Background: an optimization exercise with open tools, aiming at small area, a short achievable clock period and few clock cycles per item. Do not read the settings as production practice. The RTL was checked by simulation tests, not by an equivalence proof against the original design.

==> flow/design.v, too long to show whole: its modules and the start of the top module <==
// module chestnut_cordic: 613 lines
// module ks_add: 28 lines
// module sk_add: 28 lines
module chestnut_cordic (
    input  wire        clk,
    input  wire        rst,
    input  wire        in_valid,
    output wire        in_ready,
    input  wire [23:0] in_re,
    input  wire [23:0] in_im,
    input  wire [3:0]  in_ash,
    output reg         out_valid,
    output reg  [23:0] out_phase,
    output reg  [15:0] out_amp,
    output reg         out_sat
);
  // ...
==> flow/flow/run.sh <==
#!/bin/bash
set -euo pipefail
MARGIN=8.6
SETUP_SLACK_MARGIN=$MARGIN MATCH_CELL_FOOTPRINT=0 bash standard.sh SETUP_SLACK_MARGIN=$MARGIN MATCH_CELL_FOOTPRINT=0 finish > standard_flow.log 2>&1
==> flow/standard.sh <==
#!/bin/bash
# synth_recipe.tcl (not shown) runs the flow's synth.tcl, then flattens the netlist and writes it again
# the make line also repeats each setting of config.mk as NAME=value (left out here)
make -C /OpenROAD-flow-scripts/flow DESIGN_CONFIG=/design/flow/config.mk WORK_HOME=/design/flow/orfs CLKGATE_MAP_FILE= SYNTH_SCRIPT=/design/flow/synth_recipe.tcl "${@:-finish}"
==> flow/config.mk <==
export PLATFORM = sky130hd
export DESIGN_NAME = chestnut_cordic
export DESIGN_NICKNAME = chestnut_cordic
export VERILOG_FILES = /design/flow/design.v
export SDC_FILE = /design/flow/constraint.sdc
export NUM_CORES = 4
export LEC_CHECK = 0
export ABC_AREA = 1
export CAP_MARGIN = 20
export CORE_MARGIN = 2
export CORE_UTILIZATION = 65
export CTS_CLUSTER_DIAMETER = 80
export CTS_CLUSTER_SIZE = 30
export PLACE_DENSITY = 0.75
export SLEW_MARGIN = 20
==> flow/constraint.sdc <==
create_clock -name core_clock -period 12.0 [get_ports {clk}]
set_input_delay 2.4000 -clock core_clock [delete_from_list [all_inputs] [get_ports {clk}]]
set_output_delay 2.4000 -clock core_clock [all_outputs]
set_load 0.01 [all_outputs]
==> qor.yml, run 1 <==
run_status:
  outcome: "complete, no violations"
synthesis:
  synthCells: 8954
  synth.most_common_cell: "dfxtp_1"
  synth_simple_gate_area_share_pct: 13.62
  synth_top_cell_by_area: "dfxtp_1"
  synthFlopType: "dfxtp_1"
  synth.distinct_cells: 65
grt:
  grt_pass1_wl_mm: 279.0
  grt_pass1_vias: 57170
  track_usage_pct: 26.68
  grt_max_degree: 39
  grt_use_met3_pct: 2.655
  antenna_found_initial: 1
layout:
  final-instance-count-excl-fill: 10930
  diodes: 0
  seq-cell-share_pct: 35.52
critical_path:
  crit_required_ns: 9.60
  worst_setup_path_end_kind: "primary output"
  crit_start: "out_amp[4]"
  reg2reg_depth: 16
worst_hold_path:
  hp-start: "q10_ash[2]"
  min_to: "q11_ash[2]"
  worst_hold_path_type: "flip-flop to flip-flop"
place:
  pre_cts_slack_ns: 7.865
detailed_routing:
  vias: 57550
timing:
  finalSetupViolCount: 0
  finalWorstSetupSlack_ns: 8.422
cts:
  clk-insertion-delay-late_ns: 0.70
  cts_tree: "built"
Testbench counts, summed over its fixed seeds: cycles 12,200, items 12,000.
==> run 2: changes to the inputs <==
==> flow/flow/run.sh (replaced) <==
#!/bin/bash
set -euo pipefail
MARGIN=8.0
SETUP_SLACK_MARGIN=$MARGIN MATCH_CELL_FOOTPRINT=0 bash standard.sh SETUP_SLACK_MARGIN=$MARGIN MATCH_CELL_FOOTPRINT=0 finish > standard_flow.log 2>&1
--- a/flow/config.mk
+++ b/flow/config.mk
@@ -6,10 +6,7 @@
 export NUM_CORES = 4
 export LEC_CHECK = 0
-export ABC_AREA = 1
 export CAP_MARGIN = 20
 export CORE_MARGIN = 2
 export CORE_UTILIZATION = 65
-export CTS_CLUSTER_DIAMETER = 80
-export CTS_CLUSTER_SIZE = 30
 export PLACE_DENSITY = 0.75
 export SLEW_MARGIN = 20
==> qor.yml, run 2 <==
synthesis:
  synthTopCellsByArea: "dfxtp_1 (41%), ha_1 (13%), xnor2_1 (9.7%), fa_1 (8.2%), xor2_1 (4.9%)"
  yosysSeqAreaShare_pct: 41.11
  synthCells: 7422  # -17%
  synth_commonest_cells: "dfxtp_1 (1,590), xnor2_1 (860), inv_1 (816)"
  synthFlopType: "dfxtp_1"
  syn-cell-area_mm2: 0.07742
  avgSynthCellArea_um2: 10.43
  ys_seq_elements: 1590
  yosysTopAreaCellShare_pct: 41.11
  synth.distinct_cells: 96  # +48%
  ys_async_sr_fraction_pct: 0
  synth_top_cell_by_area: "dfxtp_1"
  synth.most_common_cell: "dfxtp_1"
  synth_edf_count: 0
  yosys_warnings: 23
run_status:
  outcome: "complete, no violations"
timing:
  finalHoldViolCount: 0
  maxSlewViolCount: 0
  tns_ns: 0
  clock_skew_ns: 0.02228
  fmax_mhz: 227.2
  finalSetupViolCount: 0  # unchanged
  finalCritPeriodShare_pct: 36.69
  rsz0062_at_grt: "true"
  period_needed_ns: 4.402
  relSlewSlack_pct: 40.75
  finalWorstSetupSlack_ns: 7.598  # -0.8240 ns
  worst_pin_slew_ns: 0.8875
place:
  pre_cts_slack_ns: 7.374  # -0.4906 ns
  port_buffers: 96
  dp.final_hpwl_mm: 112.7
  gp_congestion: 0.8784
  place_area_mm2: 0.07994
layout:
  final_common_cell: "dfxtp_1"
  area_growth_pct: 15.38
  fin_area_mm2: 0.08933
  final_cell_mix: "dfxtp_1 (1,537), xnor2_1 (846), inv_1 (801), ha_1 (789), xor2_1 (427)"
  drive_gt1_share_pct: 11.27
  diodes: 0  # unchanged
  n_fill_cell: 7893
  utilization_pct: 75.65
  nNetsFinal: 8903
cts:
  clk-insertion-delay-late_ns: 0.78  # +0.08 ns
  root_buffer: "clkbuf_16"
  cts_buffers: 158
  clock_path_buffers: 3
  clkSinkCount: 1590
  clkTransAtPathRegs_ns: 0.06
  htree_levels: 4
  cts_tree: "built"
  cts_hold_buf: 0
worst_hold_path:
  worst_hold_path_type: "flip-flop to flip-flop"
critical_path:
  worst_setup_path_end_kind: "flip-flop"
  crit_required_ns: 12.68  # +3.08 ns
  crit_path_start_kind: "flip-flop"
  worstSetupPathType: "flip-flop to flip-flop"
  worstPathMaxFanout: 3
  arrival_ns: 5.08
grt:
  grt_pass1_wl_mm: 250.0  # -10%
  met2_usage_pct: 43.91
  grt_use_met3_pct: 3.422  # +0.77 points
  antenna_found_initial: 3  # +2
  grtUsageMet1_pct: 32.14
  grt_pass1_vias: 50690  # -11%
  overflow: 0
  grt-busiest-layer: "met2"
  track_usage_pct: 24.99  # -1.7 points
  grt_max_degree: 54  # +38%
floorplanning:
  chipWidth_um: 349.1
  core_mm2: 0.1181
  num_rows: 126
  die_area_mm2: 0.1219
  die_h_um: 349.1
  pin_count: 98
  initial_core_util_pct: 65.57
detailed_routing:
  ant_nets: 0
  wire_per_inst_um: 16.28
  vias: 50010  # -13%
  drc_errors: 0
  dr.first_iter.drc_count: 2496
  dr.pass1.iters: 6
  finalWirelength_mm: 153.1
  via_per_inst: 5.318
flow_run:
  drv_cap: 0
run 2: metal layers:
layer  up-vias  part of all wire [%]
met5         -                     0
met4         0                   2.5
met3       264                   3.8
met2       885                    49
met1     23770                    44
li1      25090                     -
run 2: kinds of logic (layout without fill, tap and decap cells):
family | after synthesis | in the layout | synth area share, %
flops | 1590 | 1590 | 41.11
simple gates | 1396 | 1397 | 9.034
xor+xnor | 1291 | 1291 | 14.60
fa+ha+maj | 1115 | 1115 | 21.10
compound gates | 1020 | 1020 | 8.636
buf+inv | 962 | 1406 | 4.701
mux | 46 | 46 | 0.8032
other cells | 2 | 3 | 0.009700
run 2: worst paths after layout:
kind / to / slack (ns) / from / cells after the start
setup / recovery: q10_y[16] / 7.60 / q9_x[3] / 18
hold / removal: q21_b[6] / 0.32 / q20_b[6] / 0
setup reg to reg: q10_y[16] / 7.60 / q9_x[3] / 18
hold reg to reg: q21_b[6] / 0.32 / q20_b[6] / 0
run 2: layout make-up:
cell class,count,area (µm²),share of cell area [%]
inverters,818,3104,3.475
clock inverters,92,1354,1.515
well taps,1536,1922,2.151
multi-input cells,4872,43700,48.92
repair buffers,297,2924,3.273
clock buffers,199,4389,4.913
flip-flops and latches,1590,31940,35.75
run 2: through the flow:
| stage | hold WS [ns] | cells |
|---|---|---|
| finish | 0.3213 | 9404 |
| global route | 0.3200 | 9404 |
| CTS | 0.3117 | 9298 |
| detailed placement | 0.3121 | 8928 |
| global placement | 0.3095 | 8928 |
| floorplan | 0.3096 | 7423 |
run 2: repair_timing:
item	CTS	global route
gates resized for setup	237	323
setup endpoints to repair	239	195
hold endpoints to repair	0	0
gates cloned	3	4
setup buffers	76	102
pin swaps	59	160
run 2: worst max-delay path, cell delays in order, from the launching register on:
cell and delay, ns:
dfxtp_2 0.32, or4_4 0.54, o41ai_4 0.27, xnor2_2 0.13, fa_2 0.37, fa_2 0.34
nor2b_1 0.12, o21a_1 0.15, o21a_1 0.13, o21ai_2 0.06, a211o_1 0.37, o21ai_4 0.21
nor4_4 0.06, nor4b_2 0.31, o21ai_1 0.12, nand2b_1 0.15, a21oi_2 0.09, fa_2 0.54
inv_2 0.03
==> run 3: changes to the inputs <==
==> flow/flow/run.sh (replaced) <==
#!/bin/bash
set -euo pipefail
MARGIN=8.4
SETUP_SLACK_MARGIN=$MARGIN MATCH_CELL_FOOTPRINT=0 bash standard.sh SETUP_SLACK_MARGIN=$MARGIN MATCH_CELL_FOOTPRINT=0 finish > standard_flow.log 2>&1
--- a/flow/config.mk
+++ b/flow/config.mk
@@ -6,4 +6,5 @@
 export NUM_CORES = 4
 export LEC_CHECK = 0
+export ABC_AREA = 1
 export CAP_MARGIN = 20
 export CORE_MARGIN = 2
==> qor.yml, run 3 <==
worst_hold_path:
  worst_hold_path_type: "flip-flop to flip-flop"
  hold_path_depth: 0  # unchanged
  min_to: "q19_b[9]"
  hp-start: "q18_b[9]"
layout:
  final_cell_mix: "dfxtp_1 (1,520), inv_1 (1,337), nand2_1 (1,209), ha_1 (788), xor2_1 (636)"
  utilization_pct: 73.67  # -2.0 points
  nNetsFinal: 10340  # +16%
  final_common_cell: "dfxtp_1"
  drive_gt1_share_pct: 8.327  # -2.9 points
  fin_area_mm2: 0.09097  # +1.8%
  area_growth_pct: 12.56
timing:
  fmax_mhz: 275.2  # +21%
  relSlewSlack_pct: 34.31  # -6.4 points
  maxSlewViolCount: 0  # unchanged
  rsz0062_at_grt: "true"
  clock_skew_ns: 0.02500  # +0.002721 ns
  period_needed_ns: 3.634  # -0.7687 ns
  tns_ns: 0  # unchanged
  finalHoldViolCount: 0  # unchanged
  worst_pin_slew_ns: 0.9717  # +0.08419 ns
  finalSetupViolCount: 0  # unchanged
  finalCritPeriodShare_pct: 30.28  # -6.4 points
  holdWs_ns: 0.3160  # -0.005300 ns
synthesis:
  synth_edf_count: 0  # unchanged
  synth_top_cell_by_area: "dfxtp_1"
  yosys_warnings: 23  # unchanged
  yosysSeqAreaShare_pct: 39.39  # -1.7 points
  yosysTopAreaCellShare_pct: 39.39  # -1.7 points
  ys_seq_elements: 1590  # unchanged
  avgSynthCellArea_um2: 9.026  # -13%
  ys_async_sr_fraction_pct: 0  # unchanged
  synthCells: 8954  # +21%
  synth.distinct_cells: 65  # -32%
  synthTopCellsByArea: "dfxtp_1 (39%), ha_1 (12%), fa_1 (7.9%), xor2_1 (6.9%), inv_1 (6.3%)"
  synth_commonest_cells: "dfxtp_1 (1,590), inv_1 (1,365), nand2_1 (1,245)"
  syn-cell-area_mm2: 0.08082  # +4.4%
  synth.most_common_cell: "dfxtp_1"
  synthFlopType: "dfxtp_1"
floorplanning:
  chipWidth_um: 356.6  # +2.1%
  initial_core_util_pct: 65.45  # -0.12 points
  core_mm2: 0.1235  # +4.6%
  pin_count: 98  # unchanged
  num_rows: 129  # +2.4%
  die_h_um: 356.6  # +2.1%
  die_area_mm2: 0.1272  # +4.3%
grt:
  overflow: 0  # unchanged
  grt_pass1_wl_mm: 278.8  # +12%
  track_usage_pct: 26.68  # +1.7 points
  antenna_found_initial: 1  # -2
  grt_pass1_vias: 57880  # +14%
  grt_max_degree: 54  # unchanged
critical_path:
  worst_setup_path_end_kind: "flip-flop"
  r2r_start: "q13_y[8]"
  worstPathMaxFanout: 4  # +1
  cp_top_family: "simple AND/OR/NAND/NOR gates"
  arrival_ns: 4.32  # -0.76 ns
  r2r-end: "q14_x[22]"
  cpMostUsedCell: "nor2_4"
  reg2reg_slack_ns: 8.37  # +0.77 ns
  crit_path_start_kind: "flip-flop"
  max_stage_delay_ns: 0.45  # -0.09 ns
  reg2reg_depth: 21  # +3
  critPathBufInv: 1  # unchanged
  critPathSlowestCell: "fa_2"
  critical_path_depth: 21  # +3
  crit_required_ns: 12.68  # about the same
  worstSetupPathType: "flip-flop to flip-flop"
  crit_chain: "nor4_4, nand3_2, o31ai_4, xor2_2, fa_2, inv_2, ha_4, nand3_4, nor2_4, nand2_2, nor2_4, nand2_4, nor2_4, nand2_2, nor2_4, nand2_2, nor2_4, nand2_4, nor2_4, nand2_1, xor2_1"
cts:
  clkTransAtPathRegs_ns: 0.06  # about the same
  clkSinkCount: 1590  # unchanged
  htree_levels: 4  # unchanged
  cts_hold_buf: 0  # unchanged
  root_buffer: "clkbuf_16"
  cts_buffers: 160  # +1.3%
  cts_tree: "built"
  clk-insertion-delay-late_ns: 0.79  # about the same
  clock_path_buffers: 3  # unchanged
detailed_routing:
  drc_errors: 0  # unchanged
  vias: 57550  # +15%
  dr.pass1.iters: 7  # +1
  dr.first_iter.drc_count: 3447  # +38%
  wire_per_inst_um: 15.64  # -3.9%
  finalWirelength_mm: 171.2  # +12%
  via_per_inst: 5.258  # -1.1%
  ant_nets: 0  # unchanged
place:
  place_area_mm2: 0.08340  # +4.3%
  gp_congestion: 0.8954  # +1.9%
  port_buffers: 96  # unchanged
  dp.final_hpwl_mm: 129.9  # +15%
run_status:
  outcome: "complete, no violations"
flow_run:
  drv_cap: 0  # unchanged
-- run 3: how the worst max path moves through the flow --
| stage | slack (ns) | start | end |
|---|---|---|---|
| after floorplan | 8.40 | in_im[23] | sg_in |
| after global placement | 8.03 | q14_x[2] | q15_y[8] |
| after detailed placement | 8.00 | q2_y[26] | q3_y[17] |
| after CTS | 8.33 | out_phase[20] | out_phase[20] |
| after global routing | 8.14 | q13_y[8] | q14_x[22] |
| final | 8.37 | q13_y[8] | q14_x[22] |
-- run 3: cell families (layout without fill, tap and decap cells) --
| family | count (synthesis) | in the layout | synth area share, % |
|---|---|---|---|
| flip-flops | 1590 | 1590 | 39.39 |
| AND/OR/NAND/NOR | 2583 | 2583 | 13.62 |
| other | 2 | 4 | 0.009293 |
| AO/OA/AOI/OAI | 979 | 979 | 6.879 |
| XOR/XNOR | 1184 | 1184 | 12.85 |
| buffers and inverters | 1505 | 1857 | 7.092 |
| adder cells (fa/ha/maj) | 1111 | 1111 | 20.16 |
-- run 3: routing by layer --
| layer | up-vias | share of wire, % | track usage (%) |
|---|---|---|---|
| met3 | 365 | 3.7 | 3.402 |
| li1 | 28880 | - | - |
| met5 | - | 0 | 0 |
| met1 | 27160 | 44 | 32.97 |
| met4 | 0 | 3.2 | 9.055 |
| met2 | 1147 | 50 | 47.87 |
-- run 3: area by class of cell --
class	count	area, µm²
clock inverter	72	965.9
fill	8989	32510
tap	1637	2048
clock buffer	221	4658
timing repair buffer	186	1758
sequential	1590	31940
antenna	1	2.502
multi-input combinational	5860	44380
timing repair inverter	1	7.507
inverter	1377	5200
-- run 3: repair_timing --
action                                  4_1_cts  5_1_grt
pin swaps                                    14       85
endpoints found under the setup margin      240      252
setup buffers                                15       52
resized for setup                           266      272
cloned                                        3        5
-- run 3: stage by stage --
stage / setup slack [ns] / cells
floorplan: 8.405 / 8955
global placement: 8.033 / 10580
detailed placement: 7.998 / 10580
CTS: 8.328 / 10890
global route: 8.139 / 10950
finish: 8.366 / 10950
==> run 4: changes to the inputs <==
==> flow/flow/run.sh (replaced) <==
#!/bin/bash
set -euo pipefail
MARGIN=8.3
SETUP_SLACK_MARGIN=$MARGIN MATCH_CELL_FOOTPRINT=0 bash standard.sh SETUP_SLACK_MARGIN=$MARGIN MATCH_CELL_FOOTPRINT=0 finish > standard_flow.log 2>&1
--- a/flow/config.mk
+++ b/flow/config.mk
@@ -10,4 +10,6 @@
 export CORE_MARGIN = 2
 export CORE_UTILIZATION = 65
+export CTS_CLUSTER_DIAMETER = 80
+export CTS_CLUSTER_SIZE = 30
 export PLACE_DENSITY = 0.75
 export SLEW_MARGIN = 20
==> qor.yml, run 4 <==
grt:
  track_usage_pct: 26.08  # -0.61 points
  overflow: 0  # unchanged
  grt_pass1_vias: 56000  # -3.3%
  grt_pass1_wl_mm: 272.6  # -2.2%
  antenna_found_initial: 0  # -1
  grt_max_degree: 54  # unchanged
critical_path:
  cp_top_family: "flip-flops"
  worst_setup_path_end_kind: "primary output"
  crit_path_start_kind: "flip-flop"
  crit_start: "out_phase[0]"
  critical_path_depth: 1  # -95%
  crit_chain: "dlymetal6s2s_1"
  reg2reg_slack_ns: 8.42  # +0.05 ns
  endpoint: "out_phase[0]"
  crit_required_ns: 9.60  # -3.08 ns
  critPathBufInv: 1  # unchanged
  worstSetupPathType: "flip-flop to primary output"
  arrival_ns: 1.19  # -3.13 ns
  max_stage_delay_ns: 0.32  # -0.13 ns
  r2r-end: "q13_x[16]"
  worstPathMaxFanout: 1  # -3
  critPathSlowestCell: "dfxtp_1"
  r2r_start: "q12_y[11]"
  reg2reg_depth: 17  # -19%
layout:
  diodes: 0  # -1
  drive_gt1_share_pct: 5.379  # -2.9 points
  nNetsFinal: 10250  # -0.88%
  final_cell_mix: "dfxtp_1 (1,545), inv_1 (1,349), nand2_1 (1,217), ha_1 (789), xor2_1 (638)"
  n_fill_cell: 9648  # +7.3%
  area_growth_pct: 8.367
  final_common_cell: "dfxtp_1"
worst_hold_path:
  hold_path_depth: 0  # unchanged
  worst_hold_path_type: "flip-flop to flip-flop"
timing:
  maxSlewViolCount: 0  # unchanged
  finalHoldViolCount: 0  # unchanged
  holdWs_ns: 0.3285  # +0.01243 ns
  finalSetupViolCount: 0  # unchanged
  finalCritPeriodShare_pct: 29.91  # -0.37 points
  fmax_mhz: 278.6  # +1.2%
  finalWorstSetupSlack_ns: 8.411  # +0.04471 ns
  tns_ns: 0  # unchanged
  clock_skew_ns: 0.02998  # +0.004984 ns
  rsz0062_at_grt: "true"
  worst_pin_slew_ns: 0.9856  # +0.01394 ns
  relSlewSlack_pct: 34.20  # -0.11 points
  period_needed_ns: 3.589  # -0.04471 ns
place:
  pre_cts_slack_ns: 7.885  # -0.1127 ns
  dp.final_hpwl_mm: 132.0  # +1.7%
  gp_congestion: 0.8981  # +0.30%
  port_buffers: 96  # unchanged
floorplanning:
  num_rows: 129  # unchanged
  die_h_um: 356.6  # unchanged
  core_mm2: 0.1235  # unchanged
  chipWidth_um: 356.6  # unchanged
  pin_count: 98  # unchanged
  initial_core_util_pct: 65.45  # unchanged
  die_area_mm2: 0.1272  # unchanged
detailed_routing:
  dr.pass1.iters: 6  # -1
  finalWirelength_mm: 166.6  # -2.7%
  routed.top_layer: "met4"
  met1_length_mm: 74.55  # about the same
  via_per_inst: 5.232  # -0.49%
  dr.first_iter.drc_count: 3310  # -4.0%
  wl_met3_mm: 5.650  # -10%
  vias: 56330  # -2.1%
  wire_per_inst_um: 15.47  # -1.1%
  wl_met2_mm: 81.67  # -3.9%
  ant_nets: 0  # unchanged
  drc_errors: 0  # unchanged
run_status:
  outcome: "complete, no violations"
synthesis:
  ys_async_sr_fraction_pct: 0  # unchanged
  avgSynthCellArea_um2: 9.026  # unchanged
  yosysSeqAreaShare_pct: 39.39  # unchanged
  synthCells: 8954  # unchanged
  ys_seq_elements: 1590  # unchanged
  yosys_warnings: 23  # unchanged
  syn-cell-area_mm2: 0.08082  # unchanged
  synthTopCellsByArea: "dfxtp_1 (39%), ha_1 (12%), fa_1 (7.9%), xor2_1 (6.9%), inv_1 (6.3%)"
  synth.distinct_cells: 65  # unchanged
  yosysTopAreaCellShare_pct: 39.39  # unchanged
  synth.most_common_cell: "dfxtp_1"
  synth_commonest_cells: "dfxtp_1 (1,590), inv_1 (1,365), nand2_1 (1,245)"
  synth_edf_count: 0  # unchanged
  synthFlopType: "dfxtp_1"
  synth_top_cell_by_area: "dfxtp_1"
cts:
  clkSinkCount: 1590  # unchanged
  clkTransAtPathRegs_ns: 0.10  # +0.04 ns
  cts_buffers: 76  # -53%
  root_buffer: "clkbuf_16"
  htree_levels: 3  # -1
  clk-insertion-delay-late_ns: 0.71  # -0.08 ns
  cts_tree: "built"
  clock_path_buffers: 3  # unchanged
flow_run:
  drv_cap: 0  # unchanged
-- run 4: cells by family (layout without fill, tap and decap cells) --
group	Yosys count	in the layout	share of synthesized area, %
AOI/OAI and AO/OA	979	979	6.879
xor gates and xnor gates	1184	1184	12.85
adders and majority gates	1111	1111	20.16
buffers and inverters	1505	1678	7.092
DFF	1590	1590	39.39
other	2	3	0.009293
and+or+nand+nor	2583	2583	13.62
-- run 4: worst min-delay path by stage --
stage	start	to
finish	q19_b[14]	q20_b[14]
global route	q19_b[14]	q20_b[14]
CTS	q8_b[6]	q9_b[6]
detailed placement	a1[2]	a2[2]
global placement	a4[14]	a5[14]
floorplan	m2_z	a1[17]
-- run 4: layer usage --
metal	track usage, %	vias to the layer above
met5	0	-
met4	7.806	0
met3	2.568	259
met2	46.57	943
met1	33.31	26550
li1	-	28580
-- run 4: cell type report --
type	count	area, µm²	share of cell area [%]
clock buffers	81	1952	2.229
clock inverters	40	578.1	0.6601
inverters	1377	5215	5.955
multi-input cells	5860	44050	50.30
flip-flops and latches	1590	31900	36.43
well taps	1637	2048	2.339
repair buffers	180	1831	2.090
-- run 4: what timing repair did --
item,4_1_cts,5_1_grt
pin swaps,7,67
hold buffers,0,0
cloned,0,3
endpoints found under the hold margin,0,0
setup endpoints to repair,174,210
resized for setup,108,207
buffers inserted,10,56
-- run 4: stage by stage --
stage	cell area, µm²	utilization [%]	instances
6_report	87580	70.93	10770
3_5_place_dp	83400	67.54	10580
4_1_cts	86310	69.90	10710
2_1_floorplan	80820	-	8955
3_3_place_gp	83400	67.54	10580
5_1_grt	87580	70.93	10770
==> run 5: changes to the inputs <==
==> flow/flow/run.sh (replaced) <==
#!/bin/bash
set -euo pipefail
MARGIN=8.4
SETUP_SLACK_MARGIN=$MARGIN MATCH_CELL_FOOTPRINT=0 bash standard.sh SETUP_SLACK_MARGIN=$MARGIN MATCH_CELL_FOOTPRINT=0 finish > standard_flow.log 2>&1
--- a/flow/config.mk
+++ b/flow/config.mk
@@ -9,7 +9,7 @@
 export CAP_MARGIN = 20
 export CORE_MARGIN = 2
-export CORE_UTILIZATION = 65
+export CORE_UTILIZATION = 75
 export CTS_CLUSTER_DIAMETER = 80
 export CTS_CLUSTER_SIZE = 30
-export PLACE_DENSITY = 0.75
+export PLACE_DENSITY = 0.85
 export SLEW_MARGIN = 20
==> qor.yml, run 5 <==
run_status:
  outcome: "complete, no violations"
synthesis:
  ys_seq_elements: 1590  # unchanged
  avgSynthCellArea_um2: 9.026  # unchanged
  yosys_warnings: 23  # unchanged
  synth_edf_count: 0  # unchanged
  synth_top_cell_by_area: "dfxtp_1"
  ys_async_sr_fraction_pct: 0  # unchanged
  synthCells: 8954  # unchanged
  yosysTopAreaCellShare_pct: 39.39  # unchanged
  yosysSeqAreaShare_pct: 39.39  # unchanged
  synthTopCellsByArea: "dfxtp_1 (39%), ha_1 (12%), fa_1 (7.9%), xor2_1 (6.9%), inv_1 (6.3%)"
  synth.most_common_cell: "dfxtp_1"
  synthFlopType: "dfxtp_1"
  syn-cell-area_mm2: 0.08082  # unchanged
  synth.distinct_cells: 65  # unchanged
  synth_commonest_cells: "dfxtp_1 (1,590), inv_1 (1,365), nand2_1 (1,245)"
grt:
  grtUsageMet1_pct: 37.58  # +4.3 points
  grt_pass1_vias: 58570  # +4.6%
  grt_max_degree: 54  # unchanged
  grt-busiest-layer: "met2"
  met2_usage_pct: 56.19  # +9.6 points
  antenna_found_initial: 0  # unchanged
  grt_pass1_wl_mm: 280.9  # +3.0%
  overflow: 0  # unchanged
  grt_use_met3_pct: 3.182  # +0.61 points
  track_usage_pct: 30.76  # +4.7 points
critical_path:
  worst_setup_path_end_kind: "flip-flop"
  critPathBufInv: 5  # +4
  r2r_start: "q14_x[10]"
  worstSetupPathType: "flip-flop to flip-flop"
  crit_start: "q14_x[10]"
  critPathSlowestCell: "fa_2"
  crit_required_ns: 12.60  # +3.00 ns
  crit_chain: "buf_4, nor4_1, nand3_1, nor2_1, inv_1, nand2_2, xor2_2, fa_2, fa_2, nor2_2, a211oi_2, o21ai_2, a21oi_2, inv_1, nand2_1, nand2_2, inv_2, fa_2, inv_1"
  cp_top_family: "adder cells"
  crit_path_start_kind: "flip-flop"
  arrival_ns: 4.41  # +3.22 ns
  worstPathMaxFanout: 4  # +3
  max_stage_delay_ns: 0.56  # +0.24 ns
layout:
  final_common_cell: "dfxtp_1"
  regArea_mm2: 0.03196  # +0.18%
  nNetsFinal: 10280  # +0.28%
  fin_area_mm2: 0.08771  # +0.15%
  diodes: 0  # unchanged
  multi_input_area_mm2: 0.04458  # +1.2%
  drive_gt1_share_pct: 7.160  # +1.8 points
  area_growth_pct: 8.532
  n_fill_cell: 6318  # -35%
  final_cell_mix: "dfxtp_1 (1,524), inv_1 (1,331), nand2_1 (1,197), ha_1 (784), xor2_1 (635)"
timing:
  clock_skew_ns: 0.02872  # -0.001256 ns
  tns_ns: 0  # unchanged
  finalCritPeriodShare_pct: 31.79  # +1.9 points
  period_needed_ns: 3.815  # +0.2264 ns
  relSlewSlack_pct: 31.91  # -2.3 points
  fmax_mhz: 262.1  # -5.9%
  worst_pin_slew_ns: 1.020  # +0.03429 ns
  finalSetupViolCount: 0  # unchanged
  maxSlewViolCount: 0  # unchanged
  rsz0062_at_grt: "true"
  finalHoldViolCount: 0  # unchanged
cts:
  clock_path_buffers: 3  # unchanged
  clkSinkCount: 1590  # unchanged
  cts_hold_buf: 0  # unchanged
  cts_tree: "built"
  clkTransAtPathRegs_ns: 0.11  # about the same
  htree_levels: 3  # unchanged
  clk-insertion-delay-late_ns: 0.68  # -0.03 ns
  root_buffer: "clkbuf_16"
  cts_buffers: 69  # -9.2%
detailed_routing:
  via_per_inst: 5.562  # +6.3%
  drc_errors: 0  # unchanged
  vias: 58680  # +4.2%
  dr.pass1.iters: 8  # +2
  ant_nets: 0  # unchanged
  finalWirelength_mm: 180.2  # +8.2%
  dr.first_iter.drc_count: 4055  # +23%
  wire_per_inst_um: 17.08  # +10%
floorplanning:
  core_mm2: 0.1069  # -13%
  chipWidth_um: 332.3  # -6.8%
  num_rows: 120  # -7.0%
  pin_count: 98  # unchanged
  initial_core_util_pct: 75.60  # +10 points
  die_area_mm2: 0.1104  # -13%
  die_h_um: 332.3  # -6.8%
place:
  port_buffers: 96  # unchanged
  dp.final_hpwl_mm: 132.0  # about the same
  place_area_mm2: 0.08309  # -0.36%
  gp_congestion: 0.9154  # +1.9%
flow_run:
  drv_cap: 0  # unchanged
worst_hold_path:
  worst_hold_path_type: "flip-flop to flip-flop"
  hp-start: "q6_b[7]"
==> run 5: cell counts after synthesis <==
Identical to the previous run, type by type.
==> run 5: what timing repair did <==
action	in CTS	in global routing
gates resized for setup	209	306
endpoints found under the hold margin	0	0
buffers inserted	10	89
cloned	2	5
endpoints found under the setup margin	303	213
pin swaps	19	129
==> run 5: cell type report <==
cell class	instances	area share (%)
clock buffers	78	2.090
clock inverters	27	0.4522
inverters	1377	5.951
multi-input cells	5860	50.82
flip-flops and latches	1590	36.44
well taps	1403	2.001
repair buffers	215	2.240
repair inverters	1	0.005706
==> run 5: path summary, 6_finish.rpt <==
path | to | slack [ns] | cells past startpoint
setup reg to reg | q15_y[8] | 8.18 | 19
hold reg to reg | q7_b[7] | 0.32 | 0
setup / recovery | q15_y[8] | 8.18 | 19
hold / removal | q7_b[7] | 0.32 | 0
==> run 5: through the flow <==
step / std cells / util (%) / hold WS [ns] / setup WS [ns]
finish: 10550 / 82.05 / 0.3210 / 8.185
global route: 10550 / 82.05 / 0.3255 / 8.126
detailed placement: 10340 / 77.73 / 0.3121 / 7.896
floorplan: 8955 / - / 0.3096 / 8.405
global placement: 10340 / 77.73 / 0.3099 / 7.998
CTS: 10460 / 80.40 / 0.3247 / 8.338
==> run 5: metal layers <==
layer	part of all wire [%]	wire length, µm	vias up
li1	-	-	28640
met4	3.8	6849	0
met5	0	0	-
met2	51	91680	1746
met1	41	73270	27800
met3	4.6	8358	499
==> run 5: kinds of logic (layout without fill, tap and decap cells) <==
family	count (synthesis)	count (layout)	synth area share, %
AOI/OAI and AO/OA	979	979	6.879
other	2	3	0.009293
and+or+nand+nor	2583	2583	13.62
adders and majority gates	1111	1111	20.16
xor gates and xnor gates	1184	1184	12.85
buffers and inverters	1505	1698	7.092
DFF	1590	1590	39.39

==> port drivers added, routing unchanged <==
Ports are ideal in the flow. The routed layouts listed here were re-timed in OpenROAD.
Step 1, drivers: a clkbuf_16 drives clk and a buf_2 each remaining input, both assumed.
Step 2 times the ports against the registers' clock, not the clock port: input delays grow and output delays shrink by t, the midpoint of the rising clock arrivals with the driver on.
Slacks: no drivers / after step 1 / after step 2; pairs: no drivers / after step 1.
| run | t (ns) | setup slack, ns | hold WS [ns] | worst setup path at the end |
|---|---|---|---|---|
| run 1 | 0.776 | 8.422 / 8.343 / 8.202 | 0.317 / 0.317 / 0.317 | input to register |
| run 2 | 0.841 | 7.598 / 7.598 / 7.598 | 0.321 / 0.321 / 0.321 | register to register |
| run 3 | 0.852 | 8.366 / 8.306 / 8.094 | 0.316 / 0.316 / 0.316 | input to register |
| run 4 | 0.767 | 8.411 / 8.335 / 8.151 | 0.328 / 0.328 / 0.328 | input to register |
| run 5 | 0.746 | 8.185 / 8.185 / 8.182 | 0.321 / 0.321 / 0.321 | input to register |
After both steps every run listed still meets setup and hold. For run 3, which loses most, drivers alone change the setup slack by -0.060 ns; drivers and shift together by -0.272 ns.
